This design comes from an exercise in tuning for small area, a short achievable clock period and few clock cycles per item on the open sky130 flow, not from production work.
Where RTL was checked, it was by simulation tests only, not by an equivalence proof against the original.

==> inputs of build 35 <==
Design gst_ecc, start of the top module:
module gst_ecc (
    input  wire        clk,
    input  wire        rst,
    input  wire        req_valid,
    output wire        req_ready,
    input  wire [1:0]  req_op,        
    input  wire [33:0] req_addr,      
    input  wire [31:0] req_origin,
    input  wire [79:0] req_cw,        
    input  wire [63:0] req_wdata,     
    input  wire [7:0]  req_wmask,     
    output reg         rsp_valid,
    input  wire        rsp_ready,
    output wire [63:0] rsp_data,
    output wire        rsp_wr,
    output wire [79:0] rsp_cw,
    output wire [1:0]  rsp_weight,    
    output wire        rsp_poison,
    input  wire        stat_clr,      
    input  wire [1:0]  log_clr,       
    output wire [63:0] eccstat,
    output wire [63:0] ecclog,
    output wire [31:0] eccorg
);
clock: 25.0 ns
lec_check: 0
cap_margin: 20
core_margin: 2
core_utilization: 40
slew_margin: 20
standard.sh (not shown) runs the stock make flow with config.mk's settings and CLKGATE_MAP_FILE= SYNTH_SCRIPT=/design/flow/synth_recipe.tcl, a recipe that flattens the netlist after the stock synthesis.
==> flow/flow/run.sh <==
#!/bin/bash
# The standard layout, with the ports buffered by the smallest buffer
# (sky130_fd_sc_hd__buf_1) instead of the default delay buffer, and timing
# repair aiming 14 ns below the clock period.
set -euo pipefail
bash standard.sh "BUFFER_PORTS_ARGS=-buffer_cell sky130_fd_sc_hd__buf_1" SETUP_SLACK_MARGIN=14 finish > standard_flow.log 2>&1
==> inputs of build 17, as changes to build 35 <==
==> flow/flow/run.sh (replaced) <==
#!/bin/bash
# The standard layout, with the ports buffered by the smallest buffer
# (sky130_fd_sc_hd__buf_1) instead of the default delay buffer.
set -euo pipefail
bash standard.sh "BUFFER_PORTS_ARGS=-buffer_cell sky130_fd_sc_hd__buf_1" finish > standard_flow.log 2>&1
==> inputs of build 81, as changes to build 35 <==
==> flow/flow/run.sh (replaced) <==
#!/bin/bash
# The standard layout, with the ports buffered by the smallest buffer
# (sky130_fd_sc_hd__buf_1) instead of the default delay buffer, and timing
# repair aiming 12 ns below the clock period.
set -euo pipefail
bash standard.sh "BUFFER_PORTS_ARGS=-buffer_cell sky130_fd_sc_hd__buf_1" SETUP_SLACK_MARGIN=12 finish > standard_flow.log 2>&1
==> notes.md <==
| item | build 35 | build 17 | build 81 |
|---|---|---|---|
| Area delta synth->final | 32.98% | 13.35% | 13.18% |
| Result of the run | no timing/DRC/antenna violations | no timing/DRC/antenna violations | no timing/DRC/antenna violations |
| Initial DRC Count | 2,531 | 1,966 | 2,223 |
| Multi-input combinational cell area | 0.01721 mm^2 | 0.01486 mm^2 | 0.01490 mm^2 |
| Cell total after placement | 3,671 | 3,671 | 3,667 |
| Launch instance of the worst min-delay path | log_addr[0] | log_addr[30] | log_addr[4] |
| Wire length of the first global-routing pass | 139,900 um | 135,400 um | 130,600 um |
| Met3 Use GR | 0.05882 | 0.06834 | 0.05493 |
| Met2 track demand over resource in global routing | 0.5004 | 0.5089 | 0.4763 |
| Time the worst path needs with I/O delays and setup | 11.31 ns | 12.81 ns | 12.80 ns |
| Worst path setup slack after routing | 13.70 ns | 12.19 ns | 12.20 ns |
| Detailed-routed wire length on met3 | 8978 um | 8028 um | 7940 um |
| Via count of the first global-routing pass | 20,700 | 19,700 | 19,230 |
No run of this note included a check of the RTL's function; only the layout flow was run.

==> trial 16 <==
Another version of the RTL of gst_ecc (not shown whole).
## gst_ecc
module gst_ecc (
    input  wire        clk,
    input  wire        rst,
    input  wire        req_valid,
    output wire        req_ready,
    input  wire [1:0]  req_op,        
    input  wire [33:0] req_addr,      
    input  wire [31:0] req_origin,
    input  wire [79:0] req_cw,        
    input  wire [63:0] req_wdata,     
    input  wire [7:0]  req_wmask,     
    output reg         rsp_valid,
    input  wire        rsp_ready,
    output wire [63:0] rsp_data,
    output wire        rsp_wr,
    output wire [79:0] rsp_cw,
    output wire [1:0]  rsp_weight,    
    output wire        rsp_poison,
    input  wire        stat_clr,      
    input  wire [1:0]  log_clr,       
    output wire [63:0] eccstat,
    output wire [63:0] ecclog,
    output wire [31:0] eccorg
);
clock: 25.0 ns
lec_check: 0
cap_margin: 20
core_margin: 2
core_utilization: 60
cts_cluster_diameter: 60
cts_cluster_size: 24
place_density: 0.72
slew_margin: 20
==> flow/flow/run.sh <==
#!/bin/bash
# The standard layout, with the ports buffered by the smallest buffer
# (sky130_fd_sc_hd__buf_1) instead of the default delay buffer, and timing
# repair aiming 14.25 ns below the clock period.
set -euo pipefail
bash standard.sh "BUFFER_PORTS_ARGS=-buffer_cell sky130_fd_sc_hd__buf_1" SETUP_SLACK_MARGIN=14.25 finish > standard_flow.log 2>&1
==> inputs of trial 59, as changes to trial 16 <==
--- a/flow/design.v
+++ b/flow/design.v
@@ -253,23 +253,22 @@
     reg [7:0]  q_kmask;
     reg [6:0]  x1, x2;
     reg        q_s1z, q_cz, q_fue, q_par, q_pr;
     reg        q_w, q_m, q_s;
     reg [33:0] q_addr;
     reg [31:0] q_origin;
     wire load = !rsp_valid || rsp_ready;
     assign req_ready = load;
-    wire take = req_valid && load;     
     always @(posedge clk) begin
         if (rst)
             rsp_valid <= 1'b0;
         else if (load)
             rsp_valid <= req_valid;
-        if (take) begin
+        if (load) begin
             q_x      <= xm;
             q_kmask  <= kmask;
             x1       <= x1n;
             x2       <= x2n;
             q_s1z    <= s1z;
             q_cz     <= cz;
             q_fue    <= fue;
             q_par    <= par;
==> flow/flow/run.sh (replaced) <==
#!/bin/bash
# The standard layout, with the ports buffered by the smallest buffer
# (sky130_fd_sc_hd__buf_1) instead of the default delay buffer, and timing
# repair aiming 13.75 ns below the clock period.
set -euo pipefail
bash standard.sh "BUFFER_PORTS_ARGS=-buffer_cell sky130_fd_sc_hd__buf_1" SETUP_SLACK_MARGIN=13.75 finish > standard_flow.log 2>&1
==> inputs of build 87, as changes to trial 16 <==
==> flow/flow/run.sh (replaced) <==
#!/bin/bash
# The standard layout, with the ports buffered by the smallest buffer
# (sky130_fd_sc_hd__buf_1) instead of the default delay buffer, and timing
# repair aiming 14 ns below the clock period.
set -euo pipefail
bash standard.sh "BUFFER_PORTS_ARGS=-buffer_cell sky130_fd_sc_hd__buf_1" SETUP_SLACK_MARGIN=14 finish > standard_flow.log 2>&1
==> results.yml <==
status:
  status: "no timing/DRC/antenna violations"
global_route:
  grt_pass1_vias: 19000
  grt_max_degree: 83
  grt_pass1_wl_um: 114000
worst_setup_path:
  path_max_fanout: 28
  cp.depth: 21
drt:
  num_vias: 20400
sta:
  fin_skew_ns: 0.0290
finish:
  clkCellAreaFrac: 0.0313
  nMultiInputCombCells: 1909
logic_synthesis:
  synth_area_per_cell_um2: 9.31
(the above is from trial 16)
==> results.yml <==
status:
  status: "no timing/DRC/antenna violations"
worst_setup_path:
  path_max_fanout: 50
finish:
  nMultiInputCombCells: 1908
  sh_seq_area: 0.289
  clkCellAreaFrac: 0.0318
global_route:
  grt_max_degree: 83
  grt_pass1_vias: 18900
  grt_pass1_wl_um: 114000
logic_synthesis:
  synth_area_per_cell_um2: 9.31
sta:
  fin_skew_ns: 0.0394
drt:
  num_vias: 20200
(the above is from build 87)
==> results.yml <==
drt:
  drtIter0Drc: 2116
  wl_met2_um: 37100
  num_vias: 20400
logic_synthesis:
  synth_area_per_cell_um2: 9.21
  muxShareOfSynthArea: 0.0486
worst_setup_path:
  cp-startpoint: "req_cw[74]"
  cp.depth: 24
  rr_startpoint: "x2[1]"
  path_max_fanout: 26
global_route:
  grt_pass1_vias: 19200
  grt_pass1_wl_um: 115000
finish:
  clkCellAreaFrac: 0.0237
  nMultiInputCombCells: 1954
die:
  initial_utilization: 0.609
sta:
  fin_skew_ns: 0.0145
  setup_ws_ns: 13.93
status:
  status: "no timing/DRC/antenna violations"
(the above is from trial 59)
Testbench counts of trial 16, summed over its fixed seeds: cycles 12,008, items 12,000.
Testbench counts of trial 59, summed over its fixed seeds: cycles 12,008, items 12,000.
Testbench counts of build 87, summed over its fixed seeds: cycles 12,008, items 12,000.

==> port drivers added, routing unchanged <==
The results above use ideal ports. As a check the final layouts listed here were re-extracted and re-timed, cells and wires unchanged. Step 1 (the two cells are an assumption about what drives the block):
set clk [get_ports {clk}]
set_driving_cell -lib_cell sky130_fd_sc_hd__clkbuf_16 $clk
set_driving_cell -lib_cell sky130_fd_sc_hd__buf_2 [delete_from_list [all_inputs] $clk]
Step 2 times the ports against the registers' clock, not the clock port: input delays grow and output delays shrink by t, the midpoint of the rising clock arrivals with the driver on. Slacks: ideal ports / drivers / drivers and shift; pairs: ideal ports / drivers.
run | t (ns) | setup slack, ns | slew at the worst register clock pin (ns) | cell pins on the clock port's net
build 35 | 0.597 | 13.695 / 13.638 / 13.650 | 0.07 / 0.07 | 1
build 17 | 0.596 | 12.189 / 12.131 / 12.727 | 0.07 / 0.07 | 1
build 81 | 0.611 | 12.200 / 12.139 / 12.750 | 0.06 / 0.06 | 1
trial 16 | 0.578 | 14.325 / 14.342 / 13.776 | 0.09 / 0.09 | 1
trial 59 | 0.585 | 13.934 / 13.882 / 13.380 | 0.09 / 0.09 | 1
build 87 | 0.585 | 14.114 / 14.148 / 13.563 | 0.09 / 0.09 | 1
After both steps every run listed still meets setup and hold. The setup slack of trial 59, which loses most, moves by -0.052 ns with the drivers and by -0.554 ns with both steps.
